Background: an optimization exercise with open tools, aiming at small area, a short achievable clock period and few clock cycles per item. Do not read the settings as production practice. Only simulation tests tie the RTL to the original design; equivalence was not proved. No activity file was given, so power comes from the tool's default toggle rates.

## run 1
==> flow/design.v (excerpt) <==
module pq_engine (
    input  wire        clk,
    input  wire        rst,
    input  wire        cmd_valid,
    output wire        cmd_ready,
    input  wire [2:0]  cmd_op,
    input  wire [1:0]  cmd_width,    
    input  wire [3:0]  cmd_x,
    input  wire [3:0]  cmd_y,
    input  wire [7:0]  cmd_rows,     
    input  wire        in_valid,
    output wire        in_ready,
    input  wire [63:0] in_data,
    output reg         out_valid,
    input  wire        out_ready,
    output wire [63:0] out_a,
    output wire [63:0] out_b
);
  localparam OP_GEN = 3'd0;
  localparam OP_RDP = 3'd1;
  localparam OP_RDQ = 3'd2;
  localparam OP_RDD = 3'd3;
  localparam OP_RMW = 3'd4;
  localparam OP_CHK = 3'd5;
  function [7:0] xt;             
    input [7:0] v;
    xt = {v[6:0], 1'b0} ^ (v[7] ? 8'h1D : 8'h00);
  endfunction
  function [1:0] step;
    input [3:0] p;
    input       rec, dd;         
    input [3:0] mx, my;
    reg         sk1, sk2;
    begin
      sk1  = (rec && p + 4'd1 == mx) || (dd && p + 4'd1 == my);
      sk2  = dd && p + 4'd2 == my;
      step = !sk1 ? 2'd1 : sk2 ? 2'd3 : 2'd2;
    end
  endfunction
  function [7:0] xi;             
    input [7:0] v;
    xi = {1'b0, v[7:1]} ^ (v[0] ? 8'h8E : 8'h00);
  endfunction
  reg        c_act;              
  reg [2:0]  c_op;
  reg [3:0]  c_x, c_y, c_dl, c_cnt;
  reg [7:0]  c_rows;             
  reg [1:0]  c_tl, c_p0, c_s0;
  ...
For scale: about 2700 cells after synthesis, ~220 flip-flops, roughly 220 I/O pins, about 0.021 mm² of cells after synthesis.
Settings: LEC_CHECK=0, CAP_MARGIN=20, CORE_MARGIN=2, CORE_UTILIZATION=45, CTS_BUF_LIST=sky130_fd_sc_hd__clkbuf_8, SETUP_SLACK_MARGIN=2.75, SLEW_MARGIN=20, TNS_END_PERCENT=5; clock period 5.5 ns.
standard.sh (not shown) runs the stock make flow with config.mk's settings and CLKGATE_MAP_FILE= SYNTH_SCRIPT=/design/flow/synth_recipe.tcl, a recipe that flattens the netlist after the stock synthesis.
==> flow/flow/run.sh <==
#!/bin/bash
# Standard layout, with the port buffers made from buf_2 instead of the
# default delay buffers.
export BUFFER_PORTS_ARGS="-buffer_cell sky130_fd_sc_hd__buf_2"
bash standard.sh > standard.log 2>&1
The final layout from run 1, which completed every stage, passed the timing, DRC and antenna checks at the end of the flow.
Testbench counts of run 1, summed over its fixed seeds: cycles 23,351, rows 2,762.
Setup changes, run 1 to run 2
- a change of CTS_BUF_LIST from sky130_fd_sc_hd__clkbuf_8 to sky130_fd_sc_hd__clkbuf_4
- a deleted TNS_END_PERCENT that had been 5
Results
Run 2 vs run 1, setup slack went up by 0.13 ns. Run 1 has lower met2 demand-to-capacity share in global routing than run 2. As of run 2, number of global-route vias before repair had fallen slightly compared to run 1. From run 2 to run 1, number of setup violations in the final report did not move at all. The run with more routed wire is run 2, not run 1. Both conditions hold for run 2: the flow ran to the end and the final layout passed the timing, DRC and antenna checks. Run 1 reached the end of the flow, and the finished layout is clean on the timing, DRC and antenna checks. The final reports for run 2 and run 1 show total inserted antenna cells higher in the former. Comparing run 2 and run 1, maximum number of pins on one net before global-route repair is lower on run 1. Relative to run 1, the area of all placed cells without fillers of run 2 is higher by 1.0%.
What run 3 does differently from run 2 at the input level:
- a change of CTS_BUF_LIST from sky130_fd_sc_hd__clkbuf_4 to sky130_fd_sc_hd__clkbuf_8
==> flow/flow/run.sh <==
#!/bin/bash
# Standard layout, with the port buffers made from buf_1 instead of the
# default delay buffers.
export BUFFER_PORTS_ARGS="-buffer_cell sky130_fd_sc_hd__buf_1"
bash standard.sh > standard.log 2>&1
Any difference in power between run 3 and run 2 is small enough to ignore.
Summary of run 3 over run 2: first-iteration DRC count increased 257, part of the total power dissipated in the clock network decreased 0.2 points, share of the clock period used by the worst path increased 0.67 points.
The inputs of run 4 differ from those of run 3 as listed below.
- swapping 2.75 for 2.6 in SETUP_SLACK_MARGIN
==> flow/flow/run.sh <==
#!/bin/bash
# Standard layout, with the port buffers made from buf_2 instead of the
# default delay buffers.
export BUFFER_PORTS_ARGS="-buffer_cell sky130_fd_sc_hd__buf_2"
bash standard.sh > standard.log 2>&1
==> summary.txt <==
- Total placed instance area (higher): run 4
- Compared with run 3, in run 4 signed area change from the synthesized netlist to the final layout decreased by 2.8 points relative to the old numbers; initial DRC count lower.
- Between run 3 and run 4, the flow reports power dissipated in the clock network decreasing by a few percent.
- Comparing run 4 and run 3, clock tree skew after final layout is lower on run 4.
- Diff run 4 and run 3: fraction of area in registers lower in run 3
- Final core area utilization for run 4: 1.3 points down relative to run 3


Setup of build 52:
Another version of the RTL of pq_engine (not shown whole).
For scale: about 2700 cells after synthesis, ~210 flip-flops, roughly 220 I/O pins, roughly 0.020 mm^2 of cells after synthesis.
// pq_engine
module pq_engine (
    input  wire        clk,
    input  wire        rst,
    input  wire        cmd_valid,
    output wire        cmd_ready,
    input  wire [2:0]  cmd_op,
    input  wire [1:0]  cmd_width,    
    input  wire [3:0]  cmd_x,
    input  wire [3:0]  cmd_y,
    input  wire [7:0]  cmd_rows,     
    input  wire        in_valid,
    output wire        in_ready,
    input  wire [63:0] in_data,
    output reg         out_valid,
    input  wire        out_ready,
    output wire [63:0] out_a,
    output wire [63:0] out_b
);
clock: 5.5 ns
lec_check: 0
cap_margin: 20
core_margin: 2
core_utilization: 30
setup_slack_margin: 3.0
slew_margin: 20
run.sh (not shown) runs the stock make flow with config.mk's settings and CLKGATE_MAP_FILE= SYNTH_SCRIPT=/design/flow/synth_recipe.tcl, a recipe that flattens the netlist after the stock synthesis.
Stock flow here: none of the scripts above is used.
Testbench counts of build 52, summed over its fixed seeds: cycles 23,337, rows 2,762.
[inputs] build 7 vs build 52
Settings: swapping 30 for 45 in CORE_UTILIZATION; putting CTS_BUF_LIST at sky130_fd_sc_hd__clkbuf_8 where nothing was set; swapping 3.0 for 2.5 in SETUP_SLACK_MARGIN.
==> flow/flow/run.sh (new file) <==
#!/bin/bash
# Standard layout, with the port buffers made from buf_2 instead of the
# default delay buffers.
export BUFFER_PORTS_ARGS="-buffer_cell sky130_fd_sc_hd__buf_2"
bash standard.sh > standard.log 2>&1
==> flow/standard.sh (new file) <==
#!/bin/bash
# synth_recipe.tcl (not shown) runs the flow's synth.tcl, then flattens the netlist and writes it again
# the make line also repeats each setting of config.mk as NAME=value (left out here)
make -C /OpenROAD-flow-scripts/flow DESIGN_CONFIG=/design/flow/config.mk WORK_HOME=/design/flow/orfs CLKGATE_MAP_FILE= SYNTH_SCRIPT=/design/flow/synth_recipe.tcl "${@:-finish}"
removed: flow/run.sh
### Flow results
Delta(power drawn by the sequential cells, build 7 - build 52) > 0
| final instance area | build 7 vs build 52 | better |
For the area overhead of the layout relative to synthesis, build 7 came in 36 points lower than build 52 did.
Build 7 vs build 52, layout buffer count excluding clock buffers went down by 44%.
Of the two values seen for timing startpoint of the critical path, pos[1] was produced by build 7 and in_data[51] by build 52.
Per the comparison of build 7 with build 52, worst hold slack level, register-to-register slack has increased, core utilization climbed 7.1 points.
On total global routing track utilization, the higher figure sits with build 7, not build 52.
Build 7 reports a lower number of diodes than build 52 does.
The via count reported for build 7 is lower than the one for build 52.
The inputs of build 77 differ from those of build 7 as listed below.
Settings: clearing CTS_BUF_LIST, which used to be sky130_fd_sc_hd__clkbuf_8; swapping 45 for 30 in CORE_UTILIZATION.
## What came out
Per the final summary, build 77 finished and its layout is clean on timing, DRC and antenna. Re required arrival time at the worst endpoint: build 77 is 100 ps down on build 7. | smallest setup slack after layout | lower: build 77 |. Transition at the pin with the smallest max-transition slack for build 77 is lower than for build 7. Of the two values seen for critical path endpoint, coef[7] was produced by build 7 and coef[3] by build 77.
### build 77 -> build 2
Settings: CTS_BUF_LIST: unset -> sky130_fd_sc_hd__clkbuf_8; CORE_UTILIZATION: 30 -> 60.
Compared with build 77, build 2 shows area used by multi-input combinational logic lower by 88 um^2.
Against build 77, the final cell area of build 2 is lower.
Fraction of met3 tracks used by global routing is lower on build 77
Routed wire length was lower in build 2 than in build 77.
The inputs of build 32 differ from those of build 2 as listed below.
Settings: a deleted CTS_BUF_LIST that had been sky130_fd_sc_hd__clkbuf_8; a change of CORE_UTILIZATION from 60 to 30.
==> flow/run.sh (new file) <==
#!/bin/bash
# synth_recipe.tcl (not shown) runs the flow's synth.tcl, then flattens the netlist and writes it again
# the make line also repeats each setting of config.mk as NAME=value (left out here)
make -C /OpenROAD-flow-scripts/flow DESIGN_CONFIG=/design/flow/config.mk WORK_HOME=/design/flow/orfs CLKGATE_MAP_FILE= SYNTH_SCRIPT=/design/flow/synth_recipe.tcl finish
removed: flow/flow/run.sh
removed: flow/standard.sh
Notes after the runs:
Build 32 reached the final stage; the timing, DRC and antenna checks on its layout passed. Build 2: no failed stages, no open violations at the end. Status: area fraction of clock buffers and clock inverters parity (build 2, build 32). Relative to build 2, the detailed router's first-iteration violation count of build 32 is lower by about 16%. Summary of build 32 over build 2: share of the clock period used by the worst path went up by 0.52 points, via count went down by about 5%, total detailed-routing wirelength went up by 4.6%, number of instances in the synthesized netlist was more or less identical.
The inputs of build 11 differ from those of build 32 as listed below.
Settings: SETUP_SLACK_MARGIN now 2.75, was 2.5; CORE_UTILIZATION now 45, was 30; CTS_BUF_LIST now sky130_fd_sc_hd__clkbuf_8, previously not set.
==> flow/flow/run.sh (new file) <==
#!/bin/bash
# Standard layout, with the port buffers made from buf_2 instead of the
# default delay buffers.
export BUFFER_PORTS_ARGS="-buffer_cell sky130_fd_sc_hd__buf_2"
bash standard.sh > standard.log 2>&1
==> flow/standard.sh (new file) <==
#!/bin/bash
# synth_recipe.tcl (not shown) runs the flow's synth.tcl, then flattens the netlist and writes it again
# the make line also repeats each setting of config.mk as NAME=value (left out here)
make -C /OpenROAD-flow-scripts/flow DESIGN_CONFIG=/design/flow/config.mk WORK_HOME=/design/flow/orfs CLKGATE_MAP_FILE= SYNTH_SCRIPT=/design/flow/synth_recipe.tcl "${@:-finish}"
removed: flow/run.sh
--- outcome ---
In the reports for build 32 and build 11, the smaller part of the power in the clock network belongs to build 11.
Non-clock buffer count for build 11: 26 up relative to build 32
Run comparison: build 32 critical-path cell with the highest stage delay sky130_fd_sc_hd__clkdlybuf4s50_1; build 11 critical-path cell with the highest stage delay sky130_fd_sc_hd__or4_4
Build 32 -> build 11: total via count in the routed design increased by a few percent
Average instance area after synthesis across build 32 and build 11: no real change.
Changes observed in build 11 relative to build 32: maximum vdd drop lower, cell count after placement down 8.2%, overall power consumption moved down.

==> port drivers added, routing unchanged <==
The flow's constraints put no driver on any port. The routed layouts listed below were extracted and timed again, unchanged, in two steps.
Step 1 sets driving cells, clkbuf_16 on the clock port and buf_2 on the other inputs (assumed; they add their load-dependent delay and slew).
Step 2 adds t to the input delays and takes it off the output delays; t is the mean of the earliest and latest rising clock arrival at the registers after step 1. Input paths then give back, and output paths get back, about the clock's delay inside the block.
Slacks: ideal / step 1 / step 2; pairs: ideal / step 1.
| run | t (ns) | setup slack, ns | cell pins on the clock port's net |
|---|---|---|---|
| run 1 | 0.670 | 2.627 / 2.638 / 1.989 | 1 |
| run 2 | 0.836 | 2.755 / 2.755 / 2.018 | 1 |
| run 3 | 0.677 | 2.719 / 2.719 / 2.061 | 1 |
| run 4 | 0.688 | 2.627 / 2.648 / 1.960 | 1 |
| build 52 | 0.621 | 2.270 / 2.298 / 1.677 | 1 |
| build 7 | 0.667 | 2.538 / 2.538 / 1.945 | 1 |
| build 77 | 0.600 | 2.478 / 2.495 / 1.900 | 1 |
| build 2 | 0.647 | 2.526 / 2.526 / 1.922 | 1 |
| build 32 | 0.639 | 2.497 / 2.513 / 1.894 | 1 |
| build 11 | 0.664 | 2.593 / 2.593 / 2.055 | 1 |
After both steps setup and hold are still met in every run listed. For run 2, which loses most, drivers alone change the setup slack by 0.000 ns; drivers and shift together by -0.737 ns.
